What follows belongs to an exercise in optimizing a design on an open flow for small area, a short achievable clock period and few clock cycles; a production flow would make more cautious choices.
The RTL was checked by simulation tests, not by an equivalence proof against the original design.

==> flow/design.v <==
module dec_unit (
    input  wire         clk,
    input  wire         rst,         
    input  wire         in_valid,
    output wire         in_ready,
    input  wire [2:0]   op,          
    input  wire [2:0]   size,        
    input  wire [2:0]   dmode,       
    input  wire [4:0]   digits,      
    input  wire [127:0] a,           
    input  wire [127:0] m,           
    output reg          out_valid,
    output reg  [127:0] result,
    output reg  [127:0] breakage,
    output reg          flag_n,
    output reg          flag_z,
    output reg          flag_c,
    output reg          flag_v,
    output reg          dov,
    output reg          ddata
);
    localparam OP_DAD  = 3'd0, OP_DSB  = 3'd1, OP_DMUL = 3'd2, OP_DRND = 3'd3,
               OP_DCMP = 3'd4, OP_DVAL = 3'd5, OP_DCVB = 3'd6, OP_BCVD = 3'd7;
    localparam DM_HALF_EVEN = 3'd0, DM_TOWARD_ZERO = 3'd1, DM_TOWARD_POS = 3'd2,
               DM_TOWARD_NEG = 3'd3, DM_HALF_AWAY = 3'd4;
    localparam S_IDLE   = 3'd0, S_DECODE = 3'd1, S_ADD  = 3'd2, S_MUL  = 3'd3,
               S_RND    = 3'd4, S_CVB    = 3'd5, S_BCVD = 3'd6, S_PACK = 3'd7;
    function [128:0] bcd_add;
        input [127:0] x;
        input [127:0] y;
        input         cin;
        integer k;
        reg [4:0] s;
        reg       c;
        reg [127:0] r;
        begin
            c = cin;
            r = 128'd0;
            for (k = 0; k < 32; k = k + 1) begin
                s = {1'b0, x[4*k +: 4]} + {1'b0, y[4*k +: 4]} + {4'd0, c};
                if (s > 5'd9) begin
                    s = s + 5'd6;
                    c = 1'b1;
                end else begin
                    c = 1'b0;
                end
                r[4*k +: 4] = s[3:0];
            end
            bcd_add = {c, r};
        end
    endfunction
    function [127:0] bcd_nines;
        input [127:0] x;
        integer k;
        begin
            for (k = 0; k < 32; k = k + 1)
                bcd_nines[4*k +: 4] = 4'd9 - x[4*k +: 4];
        end
    endfunction
    function [127:0] bcd_sub;
        input [127:0] x;
        input [127:0] y;
        reg [128:0] t;
        begin
            t = bcd_add(x, bcd_nines(y), 1'b1);
            bcd_sub = t[127:0];
        end
    endfunction
    function [5:0] ndigits;
        input [2:0] sz;
        begin
            case (sz)
                3'd0:    ndigits = 6'd1;
                3'd1:    ndigits = 6'd3;
                3'd2:    ndigits = 6'd7;
                3'd3:    ndigits = 6'd15;
                default: ndigits = 6'd31;
            endcase
        end
    endfunction
    function [123:0] digit_mask;
        input [5:0] n;
        integer k;
        begin
            for (k = 0; k < 31; k = k + 1)
                digit_mask[4*k +: 4] = (k < n) ? 4'hF : 4'h0;
        end
    endfunction
    reg [2:0]   state;
    reg [2:0]   op_r;
    reg [2:0]   dmode_r;
    reg [4:0]   digits_r;
    reg [5:0]   n_r;           
    reg         ext_r;
    reg [127:0] a_r;
    reg [127:0] m_r;
    assign in_ready = (state == S_IDLE);
    wire [5:0] n_in = (op == OP_BCVD) ? 6'd31 :
                      (op == OP_DCVB) ? ((size == 3'd4) ? 6'd31 : 6'd15) :
                      ndigits(size);
    wire [123:0] nmask = digit_mask(n_r);
    wire [123:0] a_mag = a_r[127:4] & nmask;
    wire [123:0] m_mag = m_r[127:4] & nmask;
    wire         a_neg = (a_r[3:0] == 4'hB) || (a_r[3:0] == 4'hD);
    wire         m_neg = (m_r[3:0] == 4'hB) || (m_r[3:0] == 4'hD);
    reg a_bad_digit, m_bad_digit;
    integer di;
    always @* begin
        a_bad_digit = 1'b0;
        m_bad_digit = 1'b0;
        for (di = 0; di < 31; di = di + 1) begin
            if (a_mag[4*di +: 4] > 4'd9) a_bad_digit = 1'b1;
            if (m_mag[4*di +: 4] > 4'd9) m_bad_digit = 1'b1;
        end
    end
    wire a_bad_sign = (a_r[3:0] < 4'hA);
    wire m_bad_sign = (m_r[3:0] < 4'hA);
    wire a_bad = a_bad_digit | a_bad_sign;
    wire m_bad = m_bad_digit | m_bad_sign;
    wire a_zero = (a_mag == 124'd0);
    wire m_zero = (m_mag == 124'd0);
    wire a_sneg = a_neg & ~a_zero;
    wire m_sneg = m_neg & ~m_zero;
    wire mag_gt = (a_mag > m_mag);
    wire mag_eq = (a_mag == m_mag);
    wire cmp_eq = (a_zero & m_zero) | ((a_sneg == m_sneg) & mag_eq);
    wire cmp_lt = ~cmp_eq & ((a_sneg & ~m_sneg) |
                             ((a_sneg == m_sneg) & (a_sneg ? mag_gt : ~mag_gt)));
    wire cmp_gt = ~cmp_eq & ~cmp_lt;
    reg [123:0] xa, xb;        
    reg         sa, sb;        
    reg [123:0] res_mag;       
    reg         res_carry;     
    reg         res_neg;
    reg [123:0] brk_mag;
    reg         brk_neg;
    reg [123:0] lo_prod;       
    reg [5:0]   cnt;
    reg [103:0] bin;           
    reg [63:0]  bsrc;          
    reg [79:0]  dd;            
    wire [128:0] add_ab = bcd_add({4'd0, xa}, {4'd0, xb}, 1'b0);
    wire [127:0] sub_ab = bcd_sub({4'd0, xa}, {4'd0, xb});
    wire [127:0] sub_ba = bcd_sub({4'd0, xb}, {4'd0, xa});
    wire         xa_ge_xb = (xa >= xb);
    wire         eff_sub = sa ^ sb ^ (op_r == OP_DSB);
    reg [127:0] pp_lo, pp_hi;
    reg [6:0]   dprod;
    integer pj;
    always @* begin
        pp_lo = 128'd0;
        pp_hi = 128'd0;
        for (pj = 0; pj < 31; pj = pj + 1) begin
            dprod = xa[4*pj +: 4] * xb[3:0];
            pp_lo[4*pj +: 4]     = dprod % 7'd10;
            pp_hi[4*pj + 4 +: 4] = dprod / 7'd10;
        end
    end
    wire [128:0] pp      = bcd_add(pp_lo, pp_hi, 1'b0);
    wire [128:0] mul_sum = bcd_add({4'd0, res_mag}, pp[127:0], 1'b0);
    reg [123:0] lo_aligned;
    always @* begin
        case (n_r)
            6'd1:    lo_aligned = lo_prod >> (4 * 30);
            6'd3:    lo_aligned = lo_prod >> (4 * 28);
            6'd7:    lo_aligned = lo_prod >> (4 * 24);
            6'd15:   lo_aligned = lo_prod >> (4 * 16);
            default: lo_aligned = lo_prod;
        endcase
    end
    wire [123:0] dmask   = digit_mask({1'b0, digits_r});
    wire [123:0] rem     = xa & dmask;
    wire [123:0] lo_mult = xa & ~dmask;
    wire [127:0] u_vec   = 128'd1 << (4 * digits_r);
    wire [127:0] half_vec = 128'd5 << (4 * (digits_r - 5'd1));
    wire         rem_nz  = (rem != 124'd0);
    wire         rem_gt  = ({4'd0, rem} > half_vec);
    wire         rem_eq  = ({4'd0, rem} == half_vec);
    wire [123:0] lo_shift = lo_mult >> (4 * digits_r);
    wire         lo_odd  = lo_shift[0];
    reg          rnd_up;
    always @* begin
        case (dmode_r)
            DM_TOWARD_ZERO: rnd_up = 1'b0;
            DM_TOWARD_POS:  rnd_up = ~sa & rem_nz;
            DM_TOWARD_NEG:  rnd_up = sa & rem_nz;
            DM_HALF_AWAY:   rnd_up = rem_gt | rem_eq;
            default:        rnd_up = rem_gt | (rem_eq & lo_odd);
        endcase
    end
    wire [128:0] rnd_hi  = bcd_add({4'd0, lo_mult}, u_vec, 1'b0);
    wire [127:0] rnd_cmp = bcd_sub(u_vec, {4'd0, rem});
    wire [123:0] res_trunc = res_mag & nmask;
    wire [127:0] res_wide  = {4'd0, res_mag};
    wire         res_over  = res_carry | (res_wide[4*n_r[4:0] +: 4] != 4'd0);
    wire         res_zero  = (res_trunc == 124'd0);
    wire [3:0]   res_sign  = (res_neg & ~res_zero) ? 4'hD : 4'hC;
    wire [3:0]   brk_sign  = (brk_neg & (brk_mag != 124'd0)) ? 4'hD : 4'hC;
    wire [63:0]  cvb_val  = sa ? (64'd0 - bin[63:0]) : bin[63:0];
    wire         cvb_over = ext_r & (sa ? (bin > {40'd0, 64'h8000_0000_0000_0000})
                                        : (bin >= {40'd0, 64'h8000_0000_0000_0000}));
    reg [79:0] dd_adj;
    integer bk;
    always @* begin
        for (bk = 0; bk < 20; bk = bk + 1)
            dd_adj[4*bk +: 4] = (dd[4*bk +: 4] >= 4'd5) ? dd[4*bk +: 4] + 4'd3
                                                         : dd[4*bk +: 4];
    end
    always @(posedge clk) begin
        if (rst) begin
            state     <= S_IDLE;
            out_valid <= 1'b0;
        end else begin
            out_valid <= 1'b0;
            case (state)
                S_IDLE: begin
                    if (in_valid) begin
                        op_r     <= op;
                        dmode_r  <= dmode;
                        digits_r <= digits;
                        n_r      <= n_in;
                        ext_r    <= (size == 3'd4);
                        a_r      <= a;
                        m_r      <= m;
                        state    <= S_DECODE;
                    end
                end
                S_DECODE: begin
                    xa        <= a_mag;
                    xb        <= m_mag;
                    sa        <= a_neg;
                    sb        <= m_neg;
                    res_mag   <= 124'd0;
                    res_carry <= 1'b0;
                    res_neg   <= 1'b0;
                    brk_mag   <= 124'd0;
                    brk_neg   <= 1'b0;
                    lo_prod   <= 124'd0;
                    bin       <= 104'd0;
                    dd        <= 80'd0;
                    cnt       <= n_r;
                    case (op_r)
                        OP_DAD, OP_DSB, OP_DMUL, OP_DCMP: begin
                            if (a_bad | m_bad) begin
                                ddata_finish();
                            end else if (op_r == OP_DCMP) begin
                                flags_finish(cmp_lt, cmp_eq, cmp_gt, 1'b0);
                            end else begin
                                state <= (op_r == OP_DMUL) ? S_MUL : S_ADD;
                            end
                        end
                        OP_DRND: begin
                            if (a_bad) ddata_finish();
                            else       state <= S_RND;
                        end
                        OP_DVAL: begin
                            flags_finish(~m_bad & m_neg & ~m_zero, ~m_bad,
                                         m_bad_digit, m_bad_sign);
                        end
                        OP_DCVB: begin
                            if (a_bad) begin
                                ddata_finish();
                            end else begin
                                xa    <= a_mag << (4 * (6'd31 - n_r));
                                state <= S_CVB;
                            end
                        end
                        default: begin  
                            sa    <= a_r[63];
                            bsrc  <= a_r[63] ? (64'd0 - a_r[63:0]) : a_r[63:0];
                            cnt   <= 6'd63;
                            state <= S_BCVD;
                        end
                    endcase
                end
                S_ADD: begin
                    if (!eff_sub) begin
                        res_mag   <= add_ab[123:0];
                        res_carry <= add_ab[124];
                        res_neg   <= sa;
                    end else if (xa_ge_xb) begin
                        res_mag   <= sub_ab[123:0];
                        res_neg   <= sa;
                    end else begin
                        res_mag   <= sub_ba[123:0];
                        res_neg   <= sb ^ (op_r == OP_DSB);
                    end
                    state <= S_PACK;
                end
                S_MUL: begin
                    lo_prod <= {mul_sum[3:0], lo_prod[123:4]};
                    res_mag <= mul_sum[127:4];
                    xb      <= xb >> 4;
                    cnt     <= cnt - 6'd1;
                    if (cnt == 6'd1)
                        state <= S_PACK;
                end
                S_RND: begin
                    if (digits_r == 5'd0) begin
                        res_mag <= xa;
                        res_neg <= sa;
                    end else if ({1'b0, digits_r} >= n_r) begin
                        brk_mag <= xa;
                        brk_neg <= sa;
                    end else if (rnd_up) begin
                        res_mag   <= rnd_hi[123:0];
                        res_carry <= rnd_hi[124];
                        res_neg   <= sa;
                        brk_mag   <= rnd_cmp[123:0];
                        brk_neg   <= ~sa;
                    end else begin
                        res_mag <= lo_mult;
                        res_neg <= sa;
                        brk_mag <= rem;
                        brk_neg <= sa;
                    end
                    state <= S_PACK;
                end
                S_CVB: begin
                    bin <= (bin << 3) + (bin << 1) + {100'd0, xa[123:120]};
                    xa  <= xa << 4;
                    cnt <= cnt - 6'd1;
                    if (cnt == 6'd1)
                        state <= S_PACK;
                end
                S_BCVD: begin
                    dd   <= {dd_adj[78:0], bsrc[63]};
                    bsrc <= bsrc << 1;
                    cnt  <= cnt - 6'd1;
                    if (cnt == 6'd0) begin
                        res_mag <= {44'd0, dd_adj[78:0], bsrc[63]};
                        res_neg <= sa;
                        state   <= S_PACK;
                    end
                end
                default: begin  
                    if (op_r == OP_DCVB) begin
                        result   <= {64'd0, cvb_val};
                        flag_n   <= cvb_val[63];
                        flag_z   <= (cvb_val == 64'd0);
                        flag_c   <= 1'b0;
                        flag_v   <= cvb_over;
                        dov      <= 1'b0;
                    end else begin
                        if (op_r == OP_DMUL) begin
                            result <= {lo_aligned, res_sign_mul(sa ^ sb, lo_aligned)};
                            flag_n <= (sa ^ sb) & (lo_aligned != 124'd0);
                            flag_z <= (lo_aligned == 124'd0);
                            flag_v <= (res_mag != 124'd0);
                            dov    <= (res_mag != 124'd0);
                        end else begin
                            result <= {res_trunc, res_sign};
                            flag_n <= (res_sign == 4'hD);
                            flag_z <= res_zero;
                            flag_v <= res_over;
                            dov    <= res_over;
                        end
                        breakage <= {brk_mag, brk_sign};
                        flag_c   <= 1'b0;
                    end
                    ddata     <= 1'b0;
                    out_valid <= 1'b1;
                    state     <= S_IDLE;
                end
            endcase
        end
    end
    function [3:0] res_sign_mul;
        input        neg;
        input [123:0] mag;
        begin
            res_sign_mul = (neg && mag != 124'd0) ? 4'hD : 4'hC;
        end
    endfunction
    task ddata_finish;
        begin
            ddata     <= 1'b1;
            out_valid <= 1'b1;
            state     <= S_IDLE;
        end
    endtask
    task flags_finish;
        input fn, fz, fc, fv;
        begin
            flag_n    <= fn;
            flag_z    <= fz;
            flag_c    <= fc;
            flag_v    <= fv;
            dov       <= 1'b0;
            ddata     <= 1'b0;
            out_valid <= 1'b1;
            state     <= S_IDLE;
        end
    endtask
endmodule
==> flow/run.sh <==
#!/bin/bash
# synth_recipe.tcl (not shown) runs the flow's synth.tcl, then flattens the netlist and writes it again
# the make line also repeats each setting of config.mk as NAME=value (left out here)
make -C /OpenROAD-flow-scripts/flow DESIGN_CONFIG=/design/flow/config.mk WORK_HOME=/design/flow/orfs CLKGATE_MAP_FILE= SYNTH_SCRIPT=/design/flow/synth_recipe.tcl finish
==> flow/config.mk <==
export PLATFORM = sky130hd
export DESIGN_NAME = dec_unit
export DESIGN_NICKNAME = dec_unit
export VERILOG_FILES = /design/flow/design.v
export SDC_FILE = /design/flow/constraint.sdc
export NUM_CORES = 8
export LEC_CHECK = 0
export CAP_MARGIN = 20
export CORE_MARGIN = 2
export CORE_UTILIZATION = 40
export PLACE_DENSITY = 0.6
export SLEW_MARGIN = 20
==> flow/constraint.sdc <==
create_clock -name core_clock -period 80.0 [get_ports {clk}]
set_input_delay 16.0000 -clock core_clock [delete_from_list [all_inputs] [get_ports {clk}]]
set_output_delay 16.0000 -clock core_clock [all_outputs]
set_load 0.01 [all_outputs]
==> run notes <==
[per-layer routing]
layer | part of all wire | wire, um | GRT usage | up-vias
met5 | 0.00052 | 395 | 0 | -
met4 | 0.074 | 56200 | 0.225 | 56
met3 | 0.14 | 108000 | 0.142 | 1893
met2 | 0.39 | 297000 | 0.511 | 9447
met1 | 0.39 | 298000 | 0.481 | 71931
li1 | - | - | - | 65089
[layout by cell type, fill, tap and decap left out, drive strengths merged, types with 196 or more instances in the layout]
cell type      synthesis  layout
ha                  1906    1906
nand2               1876    1876
nor2                1632    1632
inv                 1400    1424
edfxtp              1410    1410
o21ai               1214    1214
a21oi               1187    1187
xnor2                784     784
xor2                 603     603
clkdlybuf4s50          0     533
fa                   490     490
a21o                 430     430
buf                  130     422
mux2i                314     314
nor3                 268     268
nand3                267     267
clkbuf               743     202
and3                 196     196
[sequential cells by signal, indices dropped and copies added (netlist names), 6 cells and up]
name	cells
a_r	128
bin	104
breakage	125
brk_mag	124
bsrc	64
cnt	6
dd	80
lo_prod	124
m_r	128
res_mag	124
result	128
xa	124
xb	124
[stage by stage]
stage                util
floorplan               -
global placement    0.433
detailed placement  0.433
CTS                 0.449
global route        0.450
finish              0.450
[final timing paths]
check           start            to  slack, ps  depth (start not counted)
max             xb[2]  res_mag[123]      13190                        266
min          bsrc[30]      bsrc[31]        450                          2
max reg2reg     xb[2]  res_mag[123]      13190                        266
min reg2reg  bsrc[30]      bsrc[31]        450                          2
[area by class of cell]
cell class / count / area [um^2]
Fill cell: 38146 / 214000
Multi-Input combinational cell: 14272 / 106000
Sequential cell: 1414 / 42400
Timing Repair Buffer: 956 / 8610
Tap cell: 5197 / 6500
Inverter: 1411 / 5300
Clock buffer: 201 / 4690
Clock inverter: 134 / 1610
Antenna cell: 48 / 120
[kinds of logic (layout without fill, tap and decap cells)]
logic type / Yosys count / count (layout) / share of synthesized area
AOI/OAI and AO/OA: 4752 / 4752 / 0.197
buffers and inverters: 2284 / 2702 / 0.0553
and+or+nand+nor: 5302 / 5302 / 0.153
other: 2 / 51 / 0.0000481
muxes: 422 / 422 / 0.0290
adders and majority gates: 2405 / 2405 / 0.216
xor gates and xnor gates: 1388 / 1388 / 0.0779
DFF: 1414 / 1414 / 0.272
[worst register-to-register path, delay by kind of cell, from the launching register on]
kind                       cells  cell delay [ps]
DFF                            1              320
xor gates and xnor gates      19             5690
and+or+nand+nor               28             7210
adders and majority gates     93            29740
buffers and inverters         62             8160
AOI/OAI and AO/OA             64            15540
==> run_results.csv <==
group,metric,value,unit
clocking,cts_tree,"built",
worst_hold_path,min_path_type,"flop to flop",
critical_path,worstSetupPathType,"flop to flop",
critical_path,cp_data_required_time,80820,ps
drt,drt_first_iter_violations,20432,
sta,finClkSkew,145,ps
floorplanning,die_width,629,um
drt,wl_per_cell,32.1,um
final_layout,drive_above_1_share,0.0555,
floorplanning,design.core.area,389000,um^2
logic_synthesis,synth-seq-cells,1414,
sta,fin_crit,66810,ps
drt,dr.pass1.iters,9,
final_layout,layoutNonFillerInstCount,23633,
floorplanning,dieArea,396000,um^2
drt,vias,148416,
clocking,ctsResizeCount,0,
sta,rsz0062_at_grt,"no",
place,portBuffers,533,
logic_synthesis,post-synth-top-count-cell,"ha_1",
clocking,cts-root-buf,"clkbuf_16",
place,dp_hpwl,602000,um
place,dp_cells,23247,
global_routing,grt_overflow_total,0,
global_routing,grt_usage,0.369,
clocking,postCtsSetupRepairBufs,0,
clocking,htreeDepth,4,
clocking,clockBufferDepth,4,
logic_synthesis,synthCells,17969,
clocking,cts_buffers,185,
sta,tightest_slew,1350,ps
critical_path,critPathTopFamily,"adder cells",
sta,finalSetupViolCount,0,
floorplanning,fp.dieH,629,um
drt,drc,0,
drt,routed_wirelength,759000,um
clocking,clk_latency,1040,ps
sta,finalHoldViolCount,0,
critical_path,worst_ep_arrival_time,67630,ps
logic_synthesis,ys_top_cells_by_area,"edfxtp_1 (27%), ha_1 (15%), fa_1 (6.3%), nand2_1 (4.5%), xnor2_1 (4.4%)",
global_routing,grt_max_degree,153,
final_layout,nets,20909,
logic_synthesis,synth_top_area_frac,0.271,
drt,ant_nets,0,
logic_synthesis,synthArstFlopShare,0,
logic_synthesis,synth_ff_type,"edfxtp_1",
critical_path,critical_path_buf_inv_count,62,
drt,viasPerCell,6.28,
critical_path,start_kind,"flop",
clocking,cts_hold_buf,0,
clocking,cts.sinks,1414,
sta,finalCritPeriodShare,0.835,
outcome,status,"complete, no violations",
logic_synthesis,synth_common_cells,"ha_1 (1906), nand2_1 (1876), nor2_1 (1632)",
global_routing,grt_pass1_vias,136445,
place,dp_slack,14270,ps
logic_synthesis,synthesis.area,156000,um^2
logic_synthesis,avgSynthCellArea,8.69,um^2
final_layout,syn_to_final_growth,12.0,%
critical_path,cp_slowest_cell,"buf_4",
job,maxCapViolCount,0,
clocking,clkSlewWorstSetupHoldPaths,70,ps
logic_synthesis,synth_edf_count,1410,
global_routing,antenna_found_initial,93,
global_routing,grt_pass1_wl,1040000,um
place,placed_cell_area,168000,um^2
logic_synthesis,ys_types,101,
floorplanning,ios,537,
logic_synthesis,synth_top_cell_by_area,"edfxtp_1",
sta,fin_tns_setup,0,ps
sta,worst_slack,13190,ps
sta,hold_ws,446,ps
sta,fmax,0.0150,GHz
critical_path,worstSetupEndpointType,"flop",
logic_synthesis,yosysSeqAreaShare,0.272,
final_layout,stdcell_area,175000,um^2
logic_synthesis,yosys_warnings,1,
sta,slew_violations,0,
critical_path,path_max_fanout,44,
sta,max-slew-margin-rel,0.0944,
critical_path,worst_path_largest_cell_delay,710,ps
place,gp_congestion,1.07,
floorplanning,core.rowCount,229,
floorplanning,start_util,0.402,
Testbench counts, summed over its fixed seeds: cycles 32,488.

==> what the ideal ports hide <==
In the flow no input, the clock included, has a driving cell. The finished layout below was timed again as built, in two steps. Step 1 (the two cells are an assumption about what drives the block):
set clk [get_ports {clk}]
set_driving_cell -lib_cell sky130_fd_sc_hd__clkbuf_16 $clk
set_driving_cell -lib_cell sky130_fd_sc_hd__buf_2 [delete_from_list [all_inputs] $clk]
Step 2 adds t to the input delays and takes it off the output delays; t is the mean of the earliest and latest rising clock arrival at the registers after step 1. Input paths then give back, and output paths get back, about the clock's delay inside the block. Slacks: ideal ports / drivers / drivers and shift; pairs: ideal ports / drivers.
shift t [ns]: 1.083
slack for setup (ns): 13.189 / 13.189 / 13.189
hold slack, ns: 0.446 / 0.446 / 0.446
worst setup path after step 2: register to register
clock arrival spread, ns: 0.145 / 0.145
After both steps this run still meets setup and hold. For this run, drivers alone change the setup slack by 0.000 ns; drivers and shift together by 0.000 ns.
